Background: an optimization exercise with open tools, aiming at small area, a short achievable clock period and few clock cycles. Do not read the settings as production practice. In this exercise RTL edits were held to simulation tests only and were not proved equivalent to the original.

File: constraint.sdc
create_clock -name core_clock -period 30.0 [get_ports {clk}]
set_input_delay 6.0000 -clock core_clock [delete_from_list [all_inputs] [get_ports {clk}]]
set_output_delay 6.0000 -clock core_clock [all_outputs]
set_load 0.01 [all_outputs]
File: config.mk
export PLATFORM = sky130hd
export DESIGN_NAME = lve_modarith
export DESIGN_NICKNAME = lve_modarith
export VERILOG_FILES = /design/flow/design.v
export SDC_FILE = /design/flow/constraint.sdc
export NUM_CORES = 4
export LEC_CHECK = 0
export CAP_MARGIN = 20
export CORE_MARGIN = 2
export CORE_UTILIZATION = 40
export SLEW_MARGIN = 20
File: design.v
module lve_fold23 #(parameter integer W = 32, parameter integer OW = 24) (
    input  wire [W-1:0]  x,
    output wire [OW-1:0] r
);
    wire [W-24:0] h = x[W-1:23];
    assign r = {{(OW-23){1'b0}}, x[22:0]} + ({{OW{1'b0}}, h} << 13) - {{OW{1'b0}}, h};
endmodule
module lve_csub #(parameter integer W = 24, parameter [W-1:0] Q = 8380417) (
    input  wire [W-1:0] x,
    output wire [W-1:0] r
);
    wire [W:0] d = {1'b0, x} - {1'b0, Q};
    assign r = d[W] ? x : d[W-1:0];
endmodule
module lve_redk (
    input  wire [15:0] x,
    output wire [11:0] r
);
    reg [11:0] th;
    always @(*) begin
        case (x[15:11])
            5'd0:  th = 12'd0;    5'd1:  th = 12'd2048; 5'd2:  th = 12'd767;  5'd3:  th = 12'd2815;
            5'd4:  th = 12'd1534; 5'd5:  th = 12'd253;  5'd6:  th = 12'd2301; 5'd7:  th = 12'd1020;
            5'd8:  th = 12'd3068; 5'd9:  th = 12'd1787; 5'd10: th = 12'd506;  5'd11: th = 12'd2554;
            5'd12: th = 12'd1273; 5'd13: th = 12'd3321; 5'd14: th = 12'd2040; 5'd15: th = 12'd759;
            5'd16: th = 12'd2807; 5'd17: th = 12'd1526; 5'd18: th = 12'd245;  5'd19: th = 12'd2293;
            5'd20: th = 12'd1012; 5'd21: th = 12'd3060; 5'd22: th = 12'd1779; 5'd23: th = 12'd498;
            5'd24: th = 12'd2546; 5'd25: th = 12'd1265; 5'd26: th = 12'd3313; 5'd27: th = 12'd2032;
            5'd28: th = 12'd751;  5'd29: th = 12'd2799; 5'd30: th = 12'd1518; default: th = 12'd237;
        endcase
    end
    wire [12:0] t = {2'b0, x[10:0]} + {1'b0, th};
    wire [13:0] d = {1'b0, t} - 14'd3329;
    assign r = d[13] ? t[11:0] : d[11:0];
endmodule
module lve_montk (
    input  wire [26:0] x,
    output wire [12:0] r
);
    wire [19:0] x1 = {1'b0, x[26:8]} + 20'd3329 - {8'd0, x[7:0], 3'd0} - {10'd0, x[7:0], 2'd0} - {12'd0, x[7:0]};
    wire [13:0] x2 = {2'd0, x1[19:8]} + 14'd3329 - {3'd0, x1[7:0], 3'd0} - {4'd0, x1[7:0], 2'd0} - {6'd0, x1[7:0]};
    assign r = x2[12:0];
endmodule
module lve_modarith (
    input  wire        clk,
    input  wire        rst,         
    input  wire        in_valid,
    output wire        in_ready,
    input  wire [3:0]  in_op,
    input  wire        in_qsel,     
    input  wire [3:0]  in_imm,
    input  wire [31:0] in_a,
    input  wire [31:0] in_b,
    input  wire [31:0] in_w,
    output wire        out_valid,
    output wire [31:0] out_r0,
    output wire [31:0] out_r1
);
    localparam [3:0] OP_MADD = 4'd0, OP_MSUB = 4'd1, OP_MNEG = 4'd2, OP_MRED = 4'd3,
                     OP_MMONT = 4'd4, OP_MBAR = 4'd5, OP_TOMONT = 4'd6,
                     OP_CMPR = 4'd7, OP_DCMPR = 4'd8, OP_P2R = 4'd9, OP_DECOMP = 4'd10,
                     OP_CT = 4'd11, OP_GS = 4'd12, OP_BMUL = 4'd13;
    localparam [24:0] QD = 25'd8380417;
    localparam [24:0] QK = 25'd3329;
    assign in_ready = 1'b1;
    reg [6:0] vld;
    always @(posedge clk) begin
        if (rst) vld <= 7'd0;
        else     vld <= {vld[5:0], in_valid};
    end
    assign out_valid = vld[6];
    reg [3:0]  op0;
    reg        qs0;
    reg [3:0]  imm0;
    reg [31:0] a0, b0, w0;
    always @(posedge clk) begin
        op0 <= in_op; qs0 <= in_qsel; imm0 <= in_imm;
        a0 <= in_a; b0 <= in_b; w0 <= in_w;
    end
    wire [23:0] ap, bp, wp, ard, brd;
    lve_fold23 u_fa (.x(a0), .r(ap));
    lve_fold23 u_fb (.x(b0), .r(bp));
    lve_fold23 u_fw (.x(w0), .r(wp));
    lve_csub u_ca (.x(ap), .r(ard));
    lve_csub u_cb (.x(bp), .r(brd));
    wire        s_neg = (op0 == OP_MNEG);
    wire        s_sub = (op0 != OP_MADD);
    wire [31:0] sa = s_neg ? 32'd0 : a0;
    wire [31:0] sb = s_neg ? a0 : b0;
    wire [24:0] sbl = {2'd0, sb[22:0]} ^ {25{s_sub}};
    wire [24:0] sbh = {3'd0, sb[31:23], 13'd0} ^ {25{s_sub}};
    wire [24:0] sbm = {16'd0, sb[31:23]} ^ {25{~s_sub}};
    wire [24:0] sx = {2'd0, sa[22:0]} + {3'd0, sa[31:23], 13'd0} - {16'd0, sa[31:23]} +
                     sbl + sbh + sbm + {24'd0, s_sub} + {24'd0, s_sub} + {24'd0, ~s_sub} +
                     (s_sub ? 25'd16760834 : 25'd0);
    wire [11:0] akr, bkr, wkr, a1r, b1r;
    lve_redk u_ka0 (.x(a0[15:0]),  .r(akr));
    lve_redk u_kb0 (.x(b0[15:0]),  .r(bkr));
    lve_redk u_kw  (.x(w0[15:0]),  .r(wkr));
    lve_redk u_ka1 (.x(a0[31:16]), .r(a1r));
    lve_redk u_kb1 (.x(b0[31:16]), .r(b1r));
    wire [12:0] kad = {1'b0, akr} + {1'b0, bkr};
    wire [12:0] kas = {1'b0, akr} + {1'b0, bkr} - 13'd3329;
    wire [11:0] kadd = kas[12] ? kad[11:0] : kas[11:0];
    wire [12:0] ksd = {1'b0, akr} - {1'b0, bkr};
    wire [12:0] kss = {1'b0, akr} - {1'b0, bkr} + 13'd3329;
    wire [11:0] ksub = ksd[12] ? kss[11:0] : ksd[11:0];
    wire [11:0] kneg = 12'd3329 - akr;
    wire [3:0]  dsh  = 4'd12 - imm0;
    wire [11:0] dcy  = a0[11:0] << dsh;                        
    reg [24:0] x1;
    reg [23:0] y1;
    reg [26:0] v1;
    always @(*) begin
        v1 = qs0 ? {3'd0, brd} : {15'd0, bkr};
        if (qs0) begin
            x1 = {1'b0, ap};
            y1 = bp;
            case (op0)
                OP_MADD, OP_MSUB, OP_MNEG: begin x1 = sx; y1 = 24'd4193792; end
                OP_MRED:   y1 = 24'd4193792;                   
                OP_TOMONT: y1 = 24'd2365951;                   
                OP_DECOMP: begin x1 = {1'b0, ard}; y1 = imm0[0] ? 24'd1049601 : 24'd2886403; end
                OP_CT:     begin x1 = {1'b0, bp}; y1 = wp; end
                OP_GS:     begin x1 = sx; y1 = wp; end
                default:   ;
            endcase
        end else begin
            x1 = {13'd0, akr};
            y1 = {12'd0, bkr};
            case (op0)
                OP_MADD:   begin x1 = {13'd0, kadd}; y1 = 24'd2285; end
                OP_MSUB:   begin x1 = {13'd0, ksub}; y1 = 24'd2285; end
                OP_MNEG:   begin x1 = {13'd0, kneg}; y1 = 24'd2285; end
                OP_MRED:   y1 = 24'd2285;                      
                OP_TOMONT: y1 = 24'd1353;                      
                OP_CMPR:   y1 = 24'd10321339;
                OP_DCMPR:  begin x1 = {13'd0, dcy}; y1 = 24'd3329; end
                OP_CT:     begin x1 = {13'd0, bkr}; y1 = {12'd0, wkr}; end
                OP_GS:     begin x1 = {13'd0, ksub}; y1 = {12'd0, wkr}; end
                OP_BMUL:   begin x1 = {1'b0, a1r, akr}; y1 = {b1r, bkr}; v1 = w0[15:0] * 11'd1353; end
                default:   ;
            endcase
        end
    end
    reg [24:0] x2r;
    reg [23:0] y2r, u2r;
    reg [26:0] v2r;
    reg [3:0]  op1, imm1;
    reg        qs1;
    always @(posedge clk) begin
        x2r <= x1; y2r <= y1; v2r <= v1;
        u2r <= qs0 ? ard : {12'd0, akr};
        op1 <= op0; qs1 <= qs0; imm1 <= imm0;
    end
    wire [23:0] p00 = x2r[11:0] * y2r[11:0];
    wire [25:0] pc  = x2r[11:0] * y2r[23:12] + x2r[24:12] * y2r[11:0];
    wire [24:0] p11 = x2r[24:12] * y2r[23:12];
    wire [12:0] gm;
    lve_montk u_mg (.x(v2r), .r(gm));                          
    reg [23:0] p00_3;
    reg [25:0] pc_3;
    reg [24:0] p11_3, u3r;
    reg [3:0]  op2, imm2;
    reg        qs2;
    always @(posedge clk) begin
        p00_3 <= p00; pc_3 <= pc; p11_3 <= p11;
        case (op1)
            OP_GS:   u3r <= {1'b0, u2r} + {1'b0, v2r[23:0]};   
            OP_BMUL: u3r <= {12'd0, gm};
            default: u3r <= {1'b0, u2r};
        endcase
        op2 <= op1; qs2 <= qs1; imm2 <= imm1;
    end
    wire [12:0] pl13 = {p00_3[12] ^ pc_3[0], p00_3[11:0]};
    wire        c13  = p00_3[12] & pc_3[0];
    wire [36:0] dm1 = {26'd0, p00_3[23:13]} + {12'd0, pc_3[25:1]} + {1'b0, p11_3, 11'd0} + {36'd0, c13} +
                      {12'd0, QD} - {14'd0, pl13, 10'd0} + {24'd0, pl13};
    wire [26:0] fh  = {26'd0, p00_3[23]} + {12'd0, pc_3[25:11]} + {1'b0, p11_3, 1'b0};
    wire [39:0] df1 = {17'd0, p00_3[22:0]} + {17'd0, pc_3[10:0], 12'd0} + {fh, 13'd0} - {13'd0, fh};
    wire        bm2 = (op2 == OP_BMUL);
    wire [12:0] mk1, mk2;
    lve_montk u_mk1 (.x({3'd0, bm2 ? p11_3[23:0] : p00_3}), .r(mk1));
    lve_montk u_mk2 (.x({1'b0, pc_3}), .r(mk2));
    wire [36:0] dcc = imm2[0] ? 37'd67108736 : 37'd67108258;
    wire [36:0] pm  = {25'd0, p00_3[23:12]} + {11'd0, pc_3} + {p11_3, 12'd0} +
                      ((op2 == OP_DECOMP) ? dcc : 37'd0);
    wire [12:0] cz   = pm[22:10];
    wire [3:0]  csh  = 4'd12 - imm2;
    wire [12:0] czs  = cz >> csh;
    wire [12:0] czr  = czs + 13'd1;
    wire [11:0] cmsk = ~(12'hfff << imm2);
    wire [11:0] cmpr = czr[12:1] & cmsk;
    wire [11:0] dcmpr = pm[11:0] + {11'd0, p00_3[11]};
    wire [6:0]  dq  = pm[33:27];
    wire [5:0]  dqr = (dq == (imm2[0] ? 7'd16 : 7'd44)) ? 6'd0 : dq[5:0];
    reg [39:0] d4;
    reg [12:0] k4;
    reg [24:0] u4r;
    reg [3:0]  op3, imm3;
    reg        qs3;
    always @(posedge clk) begin
        d4 <= {3'd0, dm1};
        case (op2)
            OP_MBAR:   if (qs2) d4 <= df1;
            OP_CMPR:   d4 <= {28'd0, cmpr};
            OP_DCMPR:  d4 <= {28'd0, dcmpr};
            OP_DECOMP: d4 <= {34'd0, dqr};
            OP_BMUL:   d4 <= {3'd0, mk2, p00_3};
            default:   ;
        endcase
        k4  <= mk1;
        u4r <= u3r;
        op3 <= op2; qs3 <= qs2; imm3 <= imm2;
    end
    wire [24:0] dm2 = {1'b0, d4[36:13]} + QD - {2'd0, d4[12:0], 10'd0} + {12'd0, d4[12:0]};
    wire [30:0] df2;
    lve_fold23 #(.W(40), .OW(31)) u_f2 (.x(d4), .r(df2));
    wire        bm3 = (op3 == OP_BMUL);
    wire [25:0] sg  = k4 * (bm3 ? u4r[12:0] : 13'd1353) + (bm3 ? {2'd0, d4[23:0]} : 26'd0);
    wire [9:0]  p2h = ({1'b0, u4r[22:0]} + 24'd4095) >> 13;
    wire [23:0] dal = imm3[0] ? {d4[5:0], 9'd0} * 10'd1023 : {d4[5:0], 11'd0} * 7'd93;
    reg [38:0] e5;
    reg [24:0] u5r;
    reg [3:0]  op4;
    reg        qs4;
    always @(posedge clk) begin
        e5 <= {14'd0, dm2};
        if (!qs3) e5 <= {26'd0, k4};
        case (op3)
            OP_MBAR:   e5 <= qs3 ? {8'd0, df2} : {13'd0, sg};
            OP_CMPR, OP_DCMPR: e5 <= {27'd0, d4[11:0]};
            OP_P2R:    e5 <= {3'd0, p2h, 3'd0, p2h, 13'd0};
            OP_DECOMP: e5 <= {7'd0, d4[5:0], 2'd0, dal};
            OP_BMUL:   e5 <= {d4[36:24], sg};
            default:   ;
        endcase
        u5r <= u4r;
        op4 <= op3; qs4 <= qs3;
    end
    wire [23:0] dm3 = {5'd0, e5[24:6]} + QD[23:0] - {1'b0, e5[5:0], 17'd0} + {11'd0, e5[5:0], 7'd0};
    wire [23:0] dm3r;
    lve_csub u_c3 (.x(dm3), .r(dm3r));
    wire [23:0] df3;
    lve_fold23 #(.W(31), .OW(24)) u_f3 (.x(e5[30:0]), .r(df3));
    wire [23:0] df3r;
    lve_csub u_c4 (.x(df3), .r(df3r));
    wire [12:0] mk3;
    lve_montk u_mk3 (.x({1'b0, e5[25:0]}), .r(mk3));
    wire [12:0] k5r, b5r;
    lve_csub #(.W(13), .Q(13'd3329)) u_c5 (.x(e5[12:0]), .r(k5r));
    lve_csub #(.W(13), .Q(13'd3329)) u_c6 (.x(e5[38:26]), .r(b5r));
    reg [23:0] t6;
    reg [12:0] v6;
    reg [24:0] u6r;
    reg [3:0]  op5;
    reg        qs5;
    always @(posedge clk) begin
        t6 <= qs4 ? dm3r : {11'd0, k5r};
        v6 <= b5r;
        case (op4)
            OP_MBAR:   t6 <= qs4 ? df3r : {11'd0, mk3};
            OP_CMPR, OP_DCMPR: t6 <= {12'd0, e5[11:0]};
            OP_P2R, OP_DECOMP: begin t6 <= e5[23:0]; v6 <= {3'd0, e5[35:26]}; end
            OP_BMUL:   t6 <= {11'd0, mk3};
            default:   ;
        endcase
        u6r <= u5r;
        op5 <= op4; qs5 <= qs4;
    end
    wire [24:0] q5   = qs5 ? QD : QK;
    wire        kfin = (op5 == OP_BMUL) || (op5 == OP_MBAR && !qs5);
    wire [24:0] ua   = kfin ? 25'd0 : u6r;                     
    wire [24:0] ta   = (op5 == OP_GS) ? 25'd0 : {1'b0, t6};
    wire [25:0] sum  = {1'b0, ua} + {1'b0, ta};
    wire [25:0] sumq = {1'b0, ua} + {1'b0, ta} - {1'b0, q5};
    wire [22:0] radd = sumq[25] ? sum[22:0] : sumq[22:0];
    wire [25:0] dif  = {1'b0, u6r} - {2'd0, t6};
    wire [25:0] difq = {1'b0, u6r} - {2'd0, t6} + {1'b0, q5};
    wire [22:0] rsub = dif[25] ? difq[22:0] : dif[22:0];
    reg [22:0] r0n, r1n;
    always @(*) begin
        r0n = t6[22:0];
        r1n = 23'd0;
        case (op5)
            OP_MBAR:   if (!qs5) r0n = radd;
            OP_P2R, OP_DECOMP: begin r0n = {13'd0, v6[9:0]}; r1n = rsub; end
            OP_CT:     begin r0n = radd; r1n = rsub; end
            OP_GS:     begin r0n = radd; r1n = t6[22:0]; end
            OP_BMUL:   begin r0n = radd; r1n = {11'd0, v6[11:0]}; end
            default:   ;
        endcase
    end
    reg [22:0] r0o, r1o;
    always @(posedge clk) begin
        r0o <= r0n;
        r1o <= r1n;
    end
    assign out_r0 = {9'd0, r0o};
    assign out_r1 = {9'd0, r1o};
endmodule
File: run.sh
#!/bin/bash
# synth_recipe.tcl (not shown) runs the flow's synth.tcl, then flattens the netlist and writes it again
# the make line also repeats each setting of config.mk as NAME=value (left out here)
make -C /OpenROAD-flow-scripts/flow DESIGN_CONFIG=/design/flow/config.mk WORK_HOME=/design/flow/orfs CLKGATE_MAP_FILE= SYNTH_SCRIPT=/design/flow/synth_recipe.tcl finish
==> results.txt <==
## stage by stage
| stage | worst slack (ns) | instances | hold WS, ns | instance area (um2) |
|---|---|---|---|---|
| 2_1_floorplan | 22.41 | 11800 | 0.310 | 97700 |
| 3_3_place_gp | 21.62 | 15000 | 0.310 | 103000 |
| 3_5_place_dp | 21.61 | 15000 | 0.312 | 103000 |
| 4_1_cts | 21.68 | 15100 | 0.317 | 106000 |
| 5_1_grt | 20.90 | 15100 | 0.329 | 106000 |
| 6_report | 21.54 | 15100 | 0.318 | 106000 |
## worst paths after layout
check,from,end,slack (ns),depth (start not counted)
setup / recovery,p00_3[23],d4[38],21.54,35
hold reg to reg,u4r[23],u5r[23],0.32,0
setup reg to reg,p00_3[23],d4[38],21.54,35
hold / removal,u4r[23],u5r[23],0.32,0
## flip-flops by register name, indices dropped and copies added (netlist names), 26 cells and up
name / cells
pc_3: 26
d4: 40
w0: 32
a0: 32
b0: 32
v2r: 27
e5: 39
## layout by cell type (no fill, tap or decap), drive strengths merged, types with 28 or more instances in the layout
cell type | Yosys | routed
inv | 1936 | 1950
ha | 1424 | 1424
nand2 | 1051 | 1051
fa | 922 | 922
nor2 | 679 | 679
a21oi | 669 | 669
xnor2 | 652 | 652
dfxtp | 645 | 645
o21ai | 577 | 577
and2 | 341 | 341
xor2 | 236 | 236
nand3 | 199 | 199
nor3 | 188 | 188
a21o | 165 | 165
clkdlybuf4s50 | 0 | 154
buf | 56 | 138
nor2b | 132 | 132
o21bai | 123 | 123
mux2i | 119 | 119
nand2b | 96 | 96
and3 | 92 | 92
clkbuf | 323 | 91
o21a | 89 | 89
a211oi | 80 | 80
or3 | 68 | 68
a31oi | 68 | 68
o22ai | 60 | 60
o211ai | 60 | 60
a22oi | 55 | 55
a21boi | 51 | 51
or2 | 51 | 51
a221oi | 50 | 50
nand4 | 38 | 38
o221ai | 38 | 38
nor4 | 35 | 35
o31ai | 33 | 33
nor3b | 31 | 31
a221o | 29 | 29
clkinv | 2 | 28
## final cells by class
class | instances | area (um2) | share of cell area [%]
Antenna cell | 4 | 10.0 | 0.00948
Clock buffer | 91 | 2120 | 2.01
Clock inverter | 56 | 658 | 0.623
Inverter | 1938 | 7270 | 6.89
Multi-Input combinational cell | 8879 | 76100 | 72.0
Sequential cell | 645 | 12900 | 12.2
Tap cell | 3202 | 4010 | 3.79
Timing Repair Buffer | 292 | 2580 | 2.44
## cell families after synthesis
group	Yosys count	share of synthesized area, %
AND/OR/NAND/NOR	3073	15.0
AO/OA/AOI/OAI	2411	16.0
adder cells (fa/ha/maj)	2346	37.2
buffers and inverters	2317	9.01
XOR/XNOR	889	8.05
flip-flops	645	13.2
multiplexers	141	1.57
other	2	0.00769
## layer usage
metal	up-vias	track usage, %
li1	39300	-
met4	10	11.1
met5	-	0
met1	39600	32.8
met2	2581	39.4
met3	647	2.97
## critical path, delay by kind of cell, from the launching register on
family	cells	cell delay, ns
xor+xnor	2	0.41
flops	1	0.43
fa+ha+maj	5	1.86
simple gates	5	1.11
compound gates	20	4.21
buf+inv	3	0.24
## Yosys cell counts, drive strengths merged, types with 18 or more instances
master	n
inv	1936
ha	1424
nand2	1051
fa	922
nor2	679
a21oi	669
xnor2	652
dfxtp	645
o21ai	577
and2	341
clkbuf	323
xor2	236
nand3	199
nor3	188
a21o	165
nor2b	132
o21bai	123
mux2i	119
nand2b	96
and3	92
o21a	89
a211oi	80
a31oi	68
or3	68
o211ai	60
o22ai	60
buf	56
a22oi	55
a21boi	51
or2	51
a221oi	50
nand4	38
o221ai	38
nor4	35
o31ai	33
nor3b	31
a221o	29
a211o	25
o31a	25
nand3b	21
o2111ai	21
o41ai	18
==> impl_metrics.env <==
export IMPL_status="complete, no violations"
export IMPL_cts_tree="yes"
export IMPL_dr_wl_met3_mm=18.1
export IMPL_ctsHoldBuffers=0
export IMPL_maxCapViolCount=0
export IMPL_crit_arrival_ns=9.06
export IMPL_end_kind="flip-flop"
export IMPL_hold_path_class="reg -> reg"
export IMPL_start_util_pct=40.2
export IMPL_final_core_util_pct=43.5
export IMPL_grt_ovfl_total=0
export IMPL_ys_types=117
export IMPL_synthToLayoutAreaGrowth_pct=8.20
export IMPL_grt_pass1_vias=79800
export IMPL_wl_mm=309
export IMPL_finalCritPeriodShare_pct=28.2
export IMPL_vias=82100
export IMPL_slowest_delay_ns=0.53
export IMPL_syn_area_um2=97600
export IMPL_yosys_warnings=2
export IMPL_highest_layer="met5"
export IMPL_grt_pass1_wl_mm=475
export IMPL_final_setup_skew_ns=0.0457
export IMPL_grt_max_degree=73
export IMPL_synth_flop_cell="dfxtp_1"
export IMPL_fmax_mhz=118
export IMPL_worst_path_max_delay_cell="or4_1"
export IMPL_core_area_um2=243000
export IMPL_slew_violations=0
export IMPL_io_pins=174
export IMPL_drt_iter0_markers=6106
export IMPL_synth_edf_count=0
export IMPL_cts_sinks=645
export IMPL_via_per_inst=5.44
export IMPL_h_tree_depth=3
export IMPL_synth_largest_area_cell="fa_1"
export IMPL_clockBufferDepth=3
export IMPL_criticalPathCategory="reg -> reg"
export IMPL_crit_top_cell="a21oi_1"
export IMPL_place_congestion=1.02
export IMPL_clockRootBuffer="clkbuf_16"
export IMPL_final_layout_size_suffix_gt1_share_pct=3.67
export IMPL_syn_inst=11800
export IMPL_port_buffers=154
export IMPL_antenna_found_initial=15
export IMPL_grt_usage_pct=24.5
export IMPL_drt_met1_wl_mm=137
export IMPL_slew_headroom_pct=19.6
export IMPL_finalSetupViolations=0
export IMPL_final_hold_violation_count=0
export IMPL_synth_seq_cells=645
export IMPL_first_pass_iters=6
export IMPL_cp_start_kind="flip-flop"
export IMPL_crit_path_max_fanout=5
export IMPL_cts_buffers=80
export IMPL_routedWlPerCell_um=20.4
export IMPL_path_clk_slew_ns=0.07
export IMPL_die_area_um2=248000
export IMPL_async_flop_share_pct=0
export IMPL_nets=14300
export IMPL_wl_met2_mm=138
export IMPL_die_h_um=498
export IMPL_tns_ns=0
export IMPL_worstSkewPairLatency_ns=0.76
export IMPL_n_fill_cell=24300
export IMPL_drc_errors=0
export IMPL_rsz0062_at_grt="false"
export IMPL_tightestPinTransition_ns=1.19
export IMPL_cts_setup_buffers=0
export IMPL_ys_seq_area_share_pct=13.2
export IMPL_row_count=181
export IMPL_synth_area_top_cells="fa_1 19%, ha_1 18%, dfxtp_1 13%, inv_1 7.4%, xnor2_1 5.8%"
export IMPL_required_ns=30.60
export IMPL_dp_hpwl_mm=255
export IMPL_ant_nets=0
export IMPL_synth_top_cell_area_share_pct=18.9
export IMPL_cts_resized=0
export IMPL_finalCriticalPeriod_ns=8.46
export IMPL_die_width_um=498
export IMPL_syn_avg_cell_area_um2=8.26
Testbench counts, summed over its fixed seeds: cycles 16,056.

==> afterwards: timing with drivers on the ports <==
In the flow no input, the clock included, has a driving cell. The finished layout below was timed again as built, in two steps.
Step 1: set_driving_cell puts a clkbuf_16 on clk and a buf_2 on each other input, an assumption about the parent block.
Step 2 adds t to the input delays and takes it off the output delays; t is the mean of the earliest and latest rising clock arrival at the registers after step 1. Input paths then give back, and output paths get back, about the clock's delay inside the block.
Slacks: ideal / step 1 / step 2; pairs: ideal / step 1.
shift t [ns]: 0.830
slack for setup (ns): 21.544 / 21.544 / 21.544
worst setup path after step 2: register to register
After both steps setup and hold are still met in this run. The setup slack of this run moves by 0.000 ns with the drivers and by 0.000 ns with both steps.
